Context: an optimization exercise on an open-source flow, tuned for small area, a short achievable clock period and few clock cycles. The choices shown serve that exercise and are no tape-out recipe. Where RTL was checked, it was by simulation tests only, not by an equivalence proof against the original.

03-26:
## lay_dpu
module lay_dpu (
    input  wire        clk,
    input  wire        rst,           
    input  wire        cmd_valid,
    output wire        cmd_ready,
    input  wire [5:0]  cmd_op,
    input  wire [1:0]  cmd_acc,       
    input  wire [1:0]  cmd_lanes,     
    input  wire [1:0]  cmd_part,      
    input  wire [2:0]  cmd_t,         
    input  wire        cmd_sat,
    input  wire        cmd_rnd,       
    input  wire        cmd_int,       
    input  wire        cmd_trk,       
    input  wire [23:0] cmd_a,
    input  wire [23:0] cmd_b,
    input  wire [23:0] cmd_c,
    input  wire [23:0] cmd_d,
    input  wire [23:0] cmd_e,
    output reg         rsp_valid,
    output reg  [23:0] rsp_data,
    output reg         rsp_annul,
    output reg  [5:0]  rsp_flags,
    output reg  [4:0]  rsp_bx
);
    localparam OP_NOP   = 6'd0,  OP_MOV   = 6'd1,  OP_ADD   = 6'd2,
               OP_SUB   = 6'd3,  OP_CMP   = 6'd4,  OP_NEG   = 6'd5,
               OP_ABS   = 6'd6,  OP_MIN   = 6'd7,  OP_MAX   = 6'd8,
               OP_AND   = 6'd9,  OP_OR    = 6'd10, OP_XOR   = 6'd11,
               OP_NOT   = 6'd12, OP_TST   = 6'd13, OP_SHL   = 6'd14,
               OP_SHR   = 6'd15, OP_SHRL  = 6'd16, OP_CLAMP = 6'd17,
               OP_LERP  = 6'd18, OP_TLU   = 6'd19, OP_SCALE = 6'd20,
               OP_SCALEA= 6'd21, OP_STA   = 6'd22, OP_LDA   = 6'd23,
               OP_RDP   = 6'd24, OP_WRP   = 6'd25, OP_CLRA  = 6'd26,
               OP_MPY   = 6'd27, OP_MAC   = 6'd28, OP_MSU   = 6'd29,
               OP_RDF   = 6'd30, OP_WRF   = 6'd31, OP_RDBX  = 6'd32,
               OP_BXCLR = 6'd33;
  ...
Settings: LEC_CHECK=0, ABC_AREA=1, CAP_MARGIN=20, CORE_MARGIN=2, CORE_UTILIZATION=30, PLACE_DENSITY=0.5, SLEW_MARGIN=20; clock period 20.0 ns.
standard.sh (not shown) runs the stock make flow with config.mk's settings and CLKGATE_MAP_FILE= SYNTH_SCRIPT=/design/flow/synth_recipe.tcl, a recipe that flattens the netlist after the stock synthesis.
==> flow/flow/run.sh <==
#!/bin/bash
# Layout flow: the standard flow (standard.sh), with ORFS's timing
# repair asked to leave a setup margin (so that it sizes and buffers the
# paths that set the achieved period) and the ports buffered with buf_4.
export SETUP_SLACK_MARGIN=14.8
export BUFFER_PORTS_ARGS="-buffer_cell sky130_fd_sc_hd__buf_4"
bash standard.sh > standard.log 2>&1
For 10-18, these inputs were changed with respect to 03-26:
diff --git a/flow/design.v b/flow/design.v
--- a/flow/design.v
+++ b/flow/design.v
@@ -224,14 +224,15 @@
                c_wrf, c_rdbx, c_bxclr;
     reg [3:0]  ts1;                   
     reg [1:0]  pt1;
     reg [4:0]  shamt;
     reg        sh_neg, cnz1;
     reg [23:0] r1;                    
     reg [56:0] ms1, mc1;
+    reg [55:0] acc_t;                 
     always @(posedge clk) begin
         if (rst_q) v1 <= 1'b0;
         else     v1 <= v0 & ~((lt0 | hz0) & ~rdy_q);
         last1   <= rdy_q;
         first1  <= (k0 == 2'd0);
         ts1     <= 4'b0001 << tg_s1;
         pt1     <= pt0;
@@ -271,16 +272,14 @@
         cnz1    <= (cnt_s1 != 5'd0);
         r1      <= r_s1;
         ms1     <= ms;
         mc1     <= mc;
     end
     reg [55:0] acc0, acc1, acc2, acc3;
     reg        vacc_q;                
-    wire [55:0] acc_t = ({56{ts1[0]}} & acc0) | ({56{ts1[1]}} & acc1) |
-                        ({56{ts1[2]}} & acc2) | ({56{ts1[3]}} & acc3);
     reg        bv;                    
     wire [56:0] add_a = ({57{c_acc}}  & {acc_t[55], acc_t}) |
                         ({57{c_lerp}} & {{10{r1[23]}}, r1, rnd1, 22'd0}) |
                         ({57{c_tlu}}  & {25'd0, r1, rnd1, 7'd0});
     wire [56:0] csa_s = add_a ^ ms1 ^ mc1;
     wire [56:0] csa_c = (add_a & ms1) | (add_a & mc1) | (ms1 & mc1);
     wire [56:0] sum;
@@ -352,14 +351,28 @@
     wire v_val = (c_alu & vf1) | ((c_shl | sc_l) & ov24) | (scla_do & ~sh_neg & ov56) |
                  (c_lerp & lerp_ov) | (c_sta & sta_ov) | (c_mul & vacc_n);
     wire w_c   = (c_alu & wc1) | ((c_shl | c_shr) & cnz1);
     wire c_val = (c_alu & cf1) | (c_shl & sh_y[24]) | (c_shr & sh_y[23]);
     wire s_set = (c_alu & sf1) | ((c_shl | sc_l) & ov24 & sat1) |
                  (scla_do & ~sh_neg & ov56) | (c_lerp & lerp_ov & sat1) |
                  (c_sta & sta_sat) | (c_mul & vacc_n);
+    wire [3:0] ts_s1 = 4'b0001 << tg_s1;
+    reg  [55:0] acc_s1;
+    always @* begin
+        case (tg_s1)
+            2'd0:    acc_s1 = acc0;
+            2'd1:    acc_s1 = acc1;
+            2'd2:    acc_s1 = acc2;
+            default: acc_s1 = acc3;
+        endcase
+    end
+    wire byp_w = v1 & wr_t & ((ts1 & ts_s1) != 4'd0);
+    wire byp_c = v1 & c_clra & ((r1[3:0] & ts_s1) != 4'd0);
+    always @(posedge clk)
+        acc_t <= byp_w ? acc_w : (byp_c ? 56'd0 : acc_s1);
     reg        v2, annul2, rz2, rdf2, rdbx2, wzn2, scla2, zsc2, nsc2;
     reg        wv2, vv2, wc2, cv2, ss2, trk2, bxclr2, wrf2;
     reg [23:0] zv2;
     always @(posedge clk) begin
         if (rst_q) begin
             acc0   <= 56'd0;
             acc1   <= 56'd0;
Findings:
10-18 ended with every stage complete and zero timing, DRC or antenna violations. Clock sink count of 10-18 exceeds that of 03-26 by a little under 10%. From 03-26 to 10-18 the numbers moved as follows: distinct cell type count after synthesis fell 10; smallest hold slack about even; final net count about even; multi-input gate count rose about 1.2%. Endpoint of the most critical setup path = rsp_flags[5]: 10-18; endpoint of the most critical setup path = zv2[9]: 03-26. 10-18 ends up with lower path depth of the worst reg2reg path than 03-26 does. Compound-gate portion of the synthesized area: lower on 10-18. Looking at fraction of final layout cells sized beyond drive strength 1, 10-18 sits 5.9 points lower than 03-26 does. 10-18 has non-clock buffer count below what 03-26 had. [compare] base=03-26 new=10-18: netlist area before placement went up about 2.4%, fmax climbed 2.8%.
Testbench counts of 10-18, summed over its fixed seeds: cycles 11,502.
Function not checked in 03-26: the RTL went through the layout flow alone.

-- port drivers added, routing unchanged --
In the flow no input, the clock included, has a driving cell. The finished layouts below were timed again as built, in two steps.
Step 1, drivers: a clkbuf_16 drives clk and a buf_2 each remaining input, both assumed.
Step 2 also shifts input and output timing later by t, the mid clock arrival at the registers, as if the neighbouring blocks saw the same clock.
Three values: ideal ports, drivers, drivers and shift; two values: the first two.
| run | t, ns | slack for setup (ns) | latest minus earliest clock arrival (ns) | worst register clock-pin slew, ns | cell pins on the clock port's net |
|---|---|---|---|---|---|
| 03-26 | 0.777 | 14.598 / 14.598 / 14.327 | 0.058 / 0.058 | 0.08 / 0.08 | 1 |
| 10-18 | 0.797 | 14.743 / 14.666 / 14.809 | 0.052 / 0.053 | 0.08 / 0.08 | 1 |
After both steps every run listed still meets setup and hold. The setup slack of 03-26, which loses most, moves by 0.000 ns with the drivers and by -0.271 ns with both steps.
